This design comes from an exercise in tuning for small area on the open sky130 flow, not from production work.
For this run, only the layout was checked, not whether the RTL still works.
Power figures rest on the tool's default switching activity, not on a simulated workload.

===== design/flow/run.sh =====
#!/bin/bash
# synth_recipe.tcl (not shown) runs the flow's synth.tcl, then flattens the netlist and writes it again
# the make line also repeats each setting of config.mk as NAME=value (left out here)
make -C /OpenROAD-flow-scripts/flow DESIGN_CONFIG=/design/flow/config.mk WORK_HOME=/design/flow/orfs CLKGATE_MAP_FILE= SYNTH_SCRIPT=/design/flow/synth_recipe.tcl finish

===== design/flow/constraint.sdc =====
create_clock -name core_clock -period 14.0 [get_ports {clk}]
set_input_delay 2.8000 -clock core_clock [delete_from_list [all_inputs] [get_ports {clk}]]
set_output_delay 2.8000 -clock core_clock [all_outputs]
set_load 0.01 [all_outputs]

===== design/flow/design.v =====
module spw_breaker (
    input             clk,
    input             rst,           
    input             cfg_we,
    input             cfg_re,
    input      [3:0]  cfg_addr,
    input      [31:0] cfg_wdata,
    output reg [31:0] cfg_rdata,
    input             en,            
    input             smp_valid,
    input      [11:0] smp_i,         
    output reg        trip,
    output reg [1:0]  trip_cause,    
    output reg [7:0]  trip_point,    
    output reg [11:0] trip_i,        
    output            inrush_active
);
    localparam A_CTRL   = 4'd0;
    localparam A_STATUS = 4'd1;
    reg [7:0]  i_inst;
    reg [7:0]  t_inrush;
    reg [7:0]  ramp;
    reg        auto_on;
    reg        action;
    reg        on;
    reg [15:0] main_pt   [0:7];
    reg [15:0] inrush_pt [0:7];
    reg [11:0] hist [0:7];           
    reg [11:0] i_peak;
    reg [14:0] wcnt;                 
    reg [18:0] main_cnt   [0:7];
    reg [18:0] inrush_cnt [0:7];
    reg [1:0]  inst_cnt;
    wire [14:0] win_len   = t_inrush * 15'd125;
    wire        in_window = (wcnt < win_len);
    assign inrush_active = in_window;
    wire eval = smp_valid && en;
    reg [14:0] hist_sum;
    integer h;
    always @(*) begin
        hist_sum = 15'd0;
        for (h = 0; h < 8; h = h + 1)
            hist_sum = hist_sum + {3'd0, hist[h]};
    end
    wire [11:0] i_now = hist_sum[14:3];
    function [18:0] pt_samples(input [7:0] code);
        pt_samples = {14'd0, code[4:0]} << (2 * code[7:5]);
    endfunction
    function pt_used(input [15:0] pt);
        pt_used = (pt[15:8] != 8'd0) && (pt[4:0] != 5'd0);
    endfunction
    function pt_over(input [15:0] pt, input [11:0] s);
        pt_over = ({2'b00, s} > pt[15:8] * 14'd5);
    endfunction
    wire        wr_curve  = cfg_we && (cfg_addr >= 4'd2) && (cfg_addr <= 4'd5);
    wire        wr_inrush = cfg_we && (cfg_addr >= 4'd6) && (cfg_addr <= 4'd9);
    wire [2:0]  wr_lo     = {cfg_addr[1:0] - 2'd2, 1'b0};
    reg  [7:0]  pt_hit;              
    reg  [7:0]  pt_trip;             
    reg  [15:0] pt;
    reg  [18:0] cnt;
    integer k;
    always @(*) begin
        pt_hit  = 8'd0;
        pt_trip = 8'd0;
        for (k = 0; k < 8; k = k + 1) begin
            pt  = in_window ? inrush_pt[k] : main_pt[k];
            cnt = in_window ? inrush_cnt[k] : main_cnt[k];
            if (pt_used(pt) && pt_over(pt, smp_i)) begin
                pt_hit[k] = 1'b1;
                if (cnt + 19'd1 >= pt_samples(pt[7:0]))
                    pt_trip[k] = 1'b1;
            end
        end
        if (wr_curve && !in_window) begin
            pt_hit[wr_lo] = 1'b0;  pt_hit[wr_lo + 3'd1] = 1'b0;
            pt_trip[wr_lo] = 1'b0; pt_trip[wr_lo + 3'd1] = 1'b0;
        end
        if (wr_inrush && in_window) begin
            pt_hit[wr_lo] = 1'b0;  pt_hit[wr_lo + 3'd1] = 1'b0;
            pt_trip[wr_lo] = 1'b0; pt_trip[wr_lo + 3'd1] = 1'b0;
        end
    end
    wire inst_over = ({1'b0, smp_i} > i_inst * 13'd10);
    wire inst_trip = eval && inst_over && (inst_cnt == 2'd1);
    wire any_trip  = inst_trip || (eval && (pt_trip != 8'd0));
    reg [2:0] first_pt;
    integer j;
    always @(*) begin
        first_pt = 3'd0;
        for (j = 7; j >= 0; j = j - 1)
            if (pt_trip[j]) first_pt = j[2:0];
    end
    integer i;
    always @(posedge clk) begin
        if (rst) begin
            i_inst    <= 8'd255;
            t_inrush  <= 8'd20;
            ramp      <= 8'd4;
            auto_on   <= 1'b0;
            action    <= 1'b1;
            on        <= 1'b0;
            for (i = 0; i < 8; i = i + 1) begin
                main_pt[i]    <= 16'd0;
                inrush_pt[i]  <= 16'd0;
                hist[i]       <= 12'd0;
                main_cnt[i]   <= 19'd0;
                inrush_cnt[i] <= 19'd0;
            end
            i_peak     <= 12'd0;
            wcnt       <= 15'd0;
            inst_cnt   <= 2'd0;
            trip       <= 1'b0;
            trip_cause <= 2'd0;
            trip_point <= 8'd0;
            trip_i     <= 12'd0;
            cfg_rdata  <= 32'd0;
        end else begin
            if (cfg_re) begin
                case (cfg_addr)
                    A_CTRL:   cfg_rdata <= {i_inst, t_inrush, ramp, 3'd0, auto_on,
                                            action, 2'd0, on};
                    A_STATUS: cfg_rdata <= {i_now, i_peak, 8'd0};
                    4'd2, 4'd3, 4'd4, 4'd5:
                              cfg_rdata <= {main_pt[{cfg_addr[1:0] - 2'd2, 1'b1}],
                                            main_pt[{cfg_addr[1:0] - 2'd2, 1'b0}]};
                    4'd6, 4'd7, 4'd8, 4'd9:
                              cfg_rdata <= {inrush_pt[{cfg_addr[1:0] - 2'd2, 1'b1}],
                                            inrush_pt[{cfg_addr[1:0] - 2'd2, 1'b0}]};
                    default:  cfg_rdata <= 32'd0;
                endcase
            end
            if (cfg_re && cfg_addr == A_STATUS)
                i_peak <= smp_valid ? smp_i : 12'd0;
            else if (smp_valid && smp_i > i_peak)
                i_peak <= smp_i;
            if (smp_valid) begin
                for (i = 7; i > 0; i = i - 1)
                    hist[i] <= hist[i-1];
                hist[0] <= smp_i;
            end
            if (!en)
                wcnt <= 15'd0;
            else if (smp_valid && wcnt != 15'h7fff)
                wcnt <= wcnt + 15'd1;
            trip <= 1'b0;
            if (!en || any_trip) begin
                for (i = 0; i < 8; i = i + 1) begin
                    main_cnt[i]   <= 19'd0;
                    inrush_cnt[i] <= 19'd0;
                end
                inst_cnt <= 2'd0;
            end else if (smp_valid) begin
                for (i = 0; i < 8; i = i + 1) begin
                    if (in_window) begin
                        main_cnt[i]   <= 19'd0;
                        inrush_cnt[i] <= pt_hit[i] ? inrush_cnt[i] + 19'd1 : 19'd0;
                    end else begin
                        inrush_cnt[i] <= 19'd0;
                        main_cnt[i]   <= pt_hit[i] ? main_cnt[i] + 19'd1 : 19'd0;
                    end
                end
                inst_cnt <= inst_over ? 2'd1 : 2'd0;
            end
            if (any_trip) begin
                trip   <= 1'b1;
                trip_i <= smp_i;
                if (inst_trip) begin
                    trip_cause <= 2'd3;
                    trip_point <= 8'hFF;
                end else begin
                    trip_cause <= in_window ? 2'd2 : 2'd1;
                    trip_point <= {5'd0, first_pt};
                end
            end
            if (cfg_we) begin
                case (cfg_addr)
                    A_CTRL: begin
                        i_inst   <= (cfg_wdata[31:24] == 8'd0) ? 8'd1 : cfg_wdata[31:24];
                        t_inrush <= cfg_wdata[23:16];
                        ramp     <= (cfg_wdata[15:8] == 8'd0) ? 8'd1 :
                                    (cfg_wdata[15:8] > 8'd100) ? 8'd100 : cfg_wdata[15:8];
                        auto_on  <= cfg_wdata[4];
                        action   <= cfg_wdata[3];
                        on       <= cfg_wdata[0];
                    end
                    4'd2, 4'd3, 4'd4, 4'd5: begin
                        main_pt[{cfg_addr[1:0] - 2'd2, 1'b0}] <= cfg_wdata[15:0];
                        main_pt[{cfg_addr[1:0] - 2'd2, 1'b1}] <= cfg_wdata[31:16];
                        main_cnt[{cfg_addr[1:0] - 2'd2, 1'b0}] <= 19'd0;
                        main_cnt[{cfg_addr[1:0] - 2'd2, 1'b1}] <= 19'd0;
                    end
                    4'd6, 4'd7, 4'd8, 4'd9: begin
                        inrush_pt[{cfg_addr[1:0] - 2'd2, 1'b0}] <= cfg_wdata[15:0];
                        inrush_pt[{cfg_addr[1:0] - 2'd2, 1'b1}] <= cfg_wdata[31:16];
                        inrush_cnt[{cfg_addr[1:0] - 2'd2, 1'b0}] <= 19'd0;
                        inrush_cnt[{cfg_addr[1:0] - 2'd2, 1'b1}] <= 19'd0;
                    end
                    default: ;
                endcase
            end
        end
    end
endmodule

===== design/flow/config.mk =====
export PLATFORM = sky130hd
export DESIGN_NAME = spw_breaker
export DESIGN_NICKNAME = spw_breaker
export VERILOG_FILES = /design/flow/design.v
export SDC_FILE = /design/flow/constraint.sdc
export NUM_CORES = 4
export LEC_CHECK = 0
export CAP_MARGIN = 20
export CORE_MARGIN = 2
export CORE_UTILIZATION = 40
export SLEW_MARGIN = 20

==> impl_results.md <==
- Status: timing/DRC/antenna clean
- Critical register-to-register path startpoint: t_inrush[1]
- Ys async rst share: 0%
- Post CTS Setup Buffer Count: 0
- Worst skew pair latency: 710 ps
- Worst-path clk slew: 60 ps
- Pre-CTS WS: 2100 ps
- Cts repair resizes: 0
- Final Max Slew Viols: 0
- Req. time, crit path: around 15000 ps
- Rows: 136
- Placed Cells: between 8000 and 9000
- P_leak: 23.8 nW
- Syn. warnings: 2
- Pin slew with the least headroom to its limit: 1150 ps
- ANT nets after route: 0
- Switching share of power: between 20 and 30%
- Int Power: a little over 4 mW
- Max Clk Rate: 83.1 MHz
- Core Region: 137000 sq um
- Slowest stage delay, CP: around 850 ps
- Critical path's slowest cell: nor4_4
- Syn Nets: 6938
- Post-synthesis simple-gate area fraction: 22.0%
- Comb power frac: between 15 and 20%
- CP startpoint kind: flip-flop
- Post-synthesis instance area: 55100 sq um
- Synth cell count leaders: 691 x nand2_1, 579 x nor2_1, 506 x dfxtp_1
- Max-slew headroom: 23.3%
- Number of synthesized flops with an enable pin: approximately 260
- CTS max path bufs: 3
- Max IR drop VDD: 0.0000915 V
- Worst hold path depth: 1
- Min cycle time layout: 12040 ps
- Adder-Cell Fraction of Synth Area: 12.9%
- Synth top area share: between 10% and 20%
- Reg2Reg Depth: 45
- WS Path Type: flip-flop to flip-flop
- Gr ovfl total: 0
- Initial DRC count: 4253
- Cts hold-fix bufs: 0
- Setup violators final: 0
- Reg-to-Reg End: inrush_cnt[0][28]
- Antenna violations before repair: 15
- Post-synthesis xor/xnor area fraction: 6.82%
- Post-Layout Cell Count: slightly above 8000
- CTS tree: yes
- Tcrit/Tclk final: ~86%
- P_sw: 1.68 mW
- Syn Area/Cell: slightly below 9 sq um
- Mux share of post-synthesis cell area: 8.03%
- Worst Hold Class: flip-flop to flip-flop
- Clock power share: approximately two fifths
- # IOs: 110
- Die width: 375 um
- Die area: about 140000 sq um
- Vias post-DR: 47200
- Sequential fraction of the synthesis area: 32.3%
- Max Cap Viol: 0
- RSZ-0062 raised after global routing: false
- Detailed placement HPWL: between 100000 and 150000 um
- Die height: 375 um
- Worst-path maximum fanout: 79
- Yosys reg bits: between 700 and 800
- Synth Area in Compound Gates: a little over an eighth
- IO buf count: between 100 and 150
- RePlAce Congestion: 0.959
- Final hold vios: 0
- Power density cells: 94.4 nW/um^2
- Distinct cells, synth: 94
- Worst hold path endpoint: inrush_cnt[1][37]
- Most frequent CP cell: a21oi_1
- CTS Buf Count: 89
- Largest family of logic cells by synthesized area: simple AND/OR/NAND/NOR gates
- Mapped Cells: about 6400
- Top cells by area, synth: dfxtp_1 18%, edfxtp_1 14%, ha_1 9.2%
- Root buf cell: clkbuf_16
- Seq pwr share: 42.6%
- Count leader, synth: nand2_1
- Hold Crit Start: inrush_cnt[1][37]
- Final Skew: 36.1 ps
- Drt drc: 0
- Global-route wire length before repair: 267000 um
- DR vias/cell: ~5.7
- DR pass1 iterations: 7
- H-tree Lvls: 3
- Largest net degree at the start of global routing: 110
- Initial Utilization: approximately 40%
- Fin nets: 6897
- Vias in the first global route: roughly 45000
- Biggest area consumer among synthesized cells: dfxtp_1
- Primary FF master, synth: dfxtp_1
- GR Util All Layers: 24.2%
- Register-to-register setup slack: 1960 ps
- Setup TNS: 0 ps
- Critical Path AT: 12670 ps
- Final wirelength: 174000 um
- Layout cells sized above 1: 5.99%
- Area grow syn2layout: 10.5%
- Clock sinks: 762
- Avg WL per Cell: 21.2 um
- Final WS setup: 1960 ps
- Endpoint class of the critical path: flip-flop
==> worst max path at each step <==
| stage | endpoint | start |
|---|---|---|
| 2_1_floorplan | inrush_cnt[0][1] | t_inrush[1] |
| 3_3_place_gp | inrush_cnt[0][28] | t_inrush[1] |
| 3_5_place_dp | inrush_cnt[0][28] | t_inrush[1] |
| 5_1_grt | inrush_cnt[0][28] | t_inrush[1] |
| 4_1_cts | inrush_cnt[0][28] | t_inrush[1] |
| 6_report | inrush_cnt[0][28] | t_inrush[1] |
==> flip-flops by register name (all words and copies together) (netlist names) <==
| register | flops |
|---|---|
| inrush_pt | 128 |
| main_cnt | 152 |
| i_inst | 8 |
| hist | 96 |
| trip | 1 |
| action | 1 |
| ramp | 8 |
| auto_on | 1 |
| wcnt | 15 |
| inst_cnt | 1 |
| inrush_cnt | 152 |
| trip_cause | 2 |
| on | 1 |
| i_peak | 12 |
| trip_i | 12 |
| main_pt | 128 |
| trip_point | 4 |
| cfg_rdata | 32 |
| t_inrush | 8 |
==> through the flow <==
stage / util (%) / power, mW / hold slack, ps / area [sq um]
global placement: 42.2 / 3.38 / 439 / 57900
detailed placement: 42.2 / 3.40 / 445 / 57900
finish: 44.4 / 5.75 / 457 / 60900
floorplan: - / 3.07 / 432 / 55100
global route: 44.4 / 5.96 / 492 / 60900
CTS: 44.4 / 5.78 / 454 / 60900
==> cell type report <==
class                           count  area, sq um
Tap cell                         1794         2240
Antenna cell                        4         10.0
Inverter                          366         1380
Timing Repair Buffer              187         1710
Sequential cell                   762        17800
Multi-Input combinational cell   4931        34800
Clock buffer                      126         2620
Clock inverter                     40          335
Fill cell                       13300        76300
==> cell families (layout without fill, tap and decap cells) <==
family / after synthesis / after routing
AND/OR/NAND/NOR: 2483 / 2483
AO/OA/AOI/OAI: 1154 / 1154
flip-flops: 762 / 762
buffers and inverters: 685 / 719
adder cells (fa/ha/maj): 506 / 506
XOR/XNOR: 429 / 429
multiplexers: 359 / 359
other: 0 / 4
==> layout by cell type, fill, tap and decap left out, types with 17 or more instances in the layout <==
cell type and count:
o21ai_1 28, a22oi_1 37, nand3b_1 40, a31oi_1 62, nor3_1 100, and3_1 155, edfxtp_1 256, clkdlybuf4s50_1 105
and2_1 183, buf_4 77, a21o_1 79, a21oi_1 400, nor4_1 54, mux2_2 18, nand4_1 85, dfxtp_1 506
o21a_1 25, clkbuf_16 93, o21bai_1 40, o21ai_0 236, fa_1 100, clkinv_2 19, xnor2_1 213, nand2_1 689
or3_1 18, mux4_2 64, a22o_1 54, nor2b_1 72, nand2b_1 31, a211oi_1 41, mux2i_1 274, inv_1 362
or4_1 21, nand3_1 377, ha_1 406, nor3b_1 17, nor2_1 568, xor2_1 216
==> metal layers <==
| metal | vias up | part of all wire (%) | GRT usage [%] |
|---|---|---|---|
| met3 | 352 | 8.0 | 5.03 |
| li1 | 22500 | - | - |
| met1 | 22800 | 44 | 32.6 |
| met5 | - | 0.079 | 0 |
| met4 | 22 | 3.9 | 8.95 |
| met2 | 1561 | 44 | 38.0 |
==> worst max-delay path, delay by kind of cell, from the launching register on <==
family / cells / cell delay, ps
AND/OR/NAND/NOR: 8 / 1850
multiplexers: 1 / 100
flip-flops: 1 / 530
XOR/XNOR: 3 / 470
AO/OA/AOI/OAI: 20 / 4890
adder cells (fa/ha/maj): 8 / 2960
buffers and inverters: 5 / 960
==> power by group through the flow <==
stage / logic (mW) / registers [mW] / clock network, mW
finish: 0.920 / 2.45 / 2.38
floorplan: 0.627 / 2.45 / 0
detailed placement: 0.906 / 2.49 / 0
CTS: 0.912 / 2.45 / 2.42
global placement: 0.891 / 2.49 / 0
global route: 1.01 / 2.45 / 2.50

[what the ideal ports hide]
The results above use ideal ports. As a check the final layout listed here was re-extracted and re-timed, cells and wires unchanged.
Step 1 (the two cells are an assumption about what drives the block):
set clk [get_ports {clk}]
set_driving_cell -lib_cell sky130_fd_sc_hd__clkbuf_16 $clk
set_driving_cell -lib_cell sky130_fd_sc_hd__buf_2 [delete_from_list [all_inputs] $clk]
Step 2 also shifts input and output timing later by t, the mid clock arrival at the registers, as if the neighbouring blocks saw the same clock.
Three values: ideal ports, drivers, drivers and shift; two values: the first two.
t (ns): 0.773
setup slack, ns: 1.965 / 1.965 / 1.965
worst setup path at the end: register to register
latest minus earliest clock arrival (ns): 0.036 / 0.036
worst register clock-pin slew, ns: 0.07 / 0.07
After both steps this run still meets setup and hold. The setup slack of this run moves by 0.000 ns with the drivers and by 0.000 ns with both steps.
